Source: an optimization exercise on an open RTL-to-GDS flow (aim: small area, a short achievable clock period and few clock cycles). Production flows keep margins and buffers that such runs may drop. In this exercise RTL edits were held to simulation tests only and were not proved equivalent to the original. Power and IR drop assume default switching activity.

==> inputs of willow <==
==> flow/design.v (excerpt) <==
module thm_ff (
    input  wire        clk,
    input  wire        rst,
    input  wire        cmd_valid,
    output wire        cmd_ready,
    input  wire [1:0]  cmd_op,
    input  wire [4:0]  cmd_idx,
    input  wire [15:0] cmd_data,
    input  wire [11:0] cmd_half,
    input  wire [7:0]  cmd_w0,
    input  wire [7:0]  cmd_w1,
    input  wire [7:0]  cmd_w2,
    input  wire [7:0]  cmd_w3,
    input  wire [15:0] cmd_gain,
    input  wire [15:0] cmd_dclk,
    input  wire [15:0] cmd_heat,
    input  wire [15:0] cmd_stamp,
    input  wire [1:0]  cmd_dist,
    input  wire        cmd_last,
    output reg         res_valid,
    output wire [15:0] res_q,
    output wire [15:0] res_ff
);
Settings: LEC_CHECK=0, CAP_MARGIN=20, CORE_MARGIN=2, CORE_UTILIZATION=60, PLACE_DENSITY=0.75, SLEW_MARGIN=20, SYNTH_MEMORY_MAX_BITS=8192; clock period 12.0 ns.
standard.sh (not shown) runs the stock make flow with config.mk's settings and CLKGATE_MAP_FILE= SYNTH_SCRIPT=/design/flow/synth_recipe.tcl, a recipe that flattens the netlist after the stock synthesis.
==> flow/flow/run.sh <==
#!/bin/bash
# The standard layout (the standard.sh: standard synthesis, floorplan,
# placement, CTS, routing) with a larger setup slack margin for ORFS's timing
# repair, so that repair_timing sizes and buffers the design towards a
# shorter period than the 12 ns clock asks for. The SDC is not changed.
set -euo pipefail
MARGIN=$(cat flow/margin.txt)
bash standard.sh SETUP_SLACK_MARGIN=$MARGIN finish > standard.log 2>&1
==> flow/flow/margin.txt <==
8.5
==> inputs of amber, as changes to willow <==
--- a/flow/config.mk
+++ b/flow/config.mk
@@ -9,4 +9,4 @@
 export CORE_MARGIN = 2
-export CORE_UTILIZATION = 60
-export PLACE_DENSITY = 0.75
+export CORE_UTILIZATION = 40
+export PLACE_DENSITY = 0.6
 export SLEW_MARGIN = 20
==> inputs of yarrow, as changes to willow <==
==> flow/flow/margin.txt (replaced) <==
9.0
==> comparison <==
- willow completed without violations. yarrow finished clean. amber ran to the end with no violations.
- Between amber and yarrow, the lower die area is in yarrow (gap about 50%, measured against yarrow).
- Against yarrow, the clock skew of willow is lower by 0.015 ns.
- Final area: yarrow > amber > willow.
- Clock-buffer cell count: willow is higher than yarrow (2).
- Register-to-register slack, lowest first: amber, yarrow, willow.
Testbench counts of willow, summed over its fixed seeds: cycles 56,265.
Testbench counts of amber, summed over its fixed seeds: cycles 56,265.
Testbench counts of yarrow, summed over its fixed seeds: cycles 56,265.

---

==> inputs of wip/cedar <==
thm_ff, a different RTL version from the one above (not shown whole).
==> flow/config.mk <==
export PLATFORM = sky130hd
export DESIGN_NAME = thm_ff
export DESIGN_NICKNAME = thm_ff
export VERILOG_FILES = /design/flow/design.v
export SDC_FILE = /design/flow/constraint.sdc
export NUM_CORES = 4
export LEC_CHECK = 0
export CAP_MARGIN = 20
export CORE_MARGIN = 2
export CORE_UTILIZATION = 40
export PLACE_DENSITY = 0.6
export SLEW_MARGIN = 20
export SYNTH_MEMORY_MAX_BITS = 8192
==> flow/constraint.sdc <==
create_clock -name core_clock -period 12.0 [get_ports {clk}]
set_input_delay 2.4000 -clock core_clock [delete_from_list [all_inputs] [get_ports {clk}]]
set_output_delay 2.4000 -clock core_clock [all_outputs]
set_load 0.01 [all_outputs]
==> flow/flow/margin.txt <==
8.0
Scripts as last shown in full above: flow/flow/run.sh
==> inputs of wip/juniper, as changes to wip/cedar <==
==> flow/run.sh (new file) <==
#!/bin/bash
# synth_recipe.tcl (not shown) runs the flow's synth.tcl, then flattens the netlist and writes it again
# the make line also repeats each setting of config.mk as NAME=value (left out here)
make -C /OpenROAD-flow-scripts/flow DESIGN_CONFIG=/design/flow/config.mk WORK_HOME=/design/flow/orfs CLKGATE_MAP_FILE= SYNTH_SCRIPT=/design/flow/synth_recipe.tcl finish
removed: flow/flow/run.sh
removed: flow/flow/margin.txt
removed: flow/standard.sh
==> run notes <==
- Against wip/juniper, the non-clock buffer count of wip/cedar is higher by 28.
- In wip/cedar the clock-buffer cell count is lower than in wip/juniper, by 9.
- Against wip/cedar, the register-to-register slack of wip/juniper is lower by 450 ps.
- In sequential cell count, wip/cedar and wip/juniper do not differ.
- Utilization is about the same in wip/juniper and wip/cedar.
- Sequential power is about the same in wip/juniper and wip/cedar.
==> figures <==
| item | wip/juniper | wip/cedar |
|---|---|---|
| Run status | timing/DRC/antenna clean | timing/DRC/antenna clean |
| M1 GR Usage | 0.294 | 0.293 |
| Clk. pwr | 5.07 mW | 4.88 mW |
| Total met2 wirelength after detailed routing | 87,700 um | 86,900 um |
| NumNets Final | 7,944 | 7,974 |
| Largest fanout on the critical path | 6 | 21 |
| Highest routed metal layer | met4 | met5 |
| Number of buffer and inverter instances along the worst setup path | 1 | 2 |
| Non-clock buffers, area share | 0.0290 | 0.0315 |
| PostCTS Resize Cnt | 0 | 56 |
| Area of the multi-input gates | 35,300 um^2 | 35,400 um^2 |
| Switching power as a share of total power | 0.375 | 0.374 |
| R2r worst-path depth | 12 | 11 |
Testbench counts of wip/cedar, summed over its fixed seeds: cycles 56,265.
Testbench counts of wip/juniper, summed over its fixed seeds: cycles 56,265.

afterwards: timing with drivers on the ports:
How much do the figures lean on ideal ports? The routed layouts below were timed once more, with nothing changed but the port constraints. Step 1 assumes that a clkbuf_16 drives the clock port and a buf_2 every other input. Step 2 times the ports against the registers' clock, not the clock port: input delays grow and output delays shrink by t, the midpoint of the rising clock arrivals with the driver on. Slacks: ideal ports / drivers / drivers and shift; pairs: ideal ports / drivers.
| run | t, ns | slack for setup (ns) | worst setup path at the end | slew at the worst register clock pin (ns) | cell pins on the clock port's net |
|---|---|---|---|---|---|
| willow | 0.822 | 8.177 / 8.101 / 7.792 | input to register | 0.07 / 0.07 | 1 |
| amber | 0.877 | 8.082 / 7.997 / 7.733 | input to register | 0.07 / 0.07 | 1 |
| yarrow | 0.842 | 8.159 / 8.083 / 7.984 | input to register | 0.07 / 0.07 | 1 |
| wip/cedar | 0.863 | 8.039 / 7.976 / 7.452 | input to register | 0.07 / 0.07 | 1 |
| wip/juniper | 0.861 | 7.585 / 7.503 / 7.453 | input to register | 0.07 / 0.07 | 1 |
After both steps setup and hold are still met in every run listed. The setup slack of wip/cedar, which loses most, moves by -0.063 ns with the drivers and by -0.587 ns with both steps.
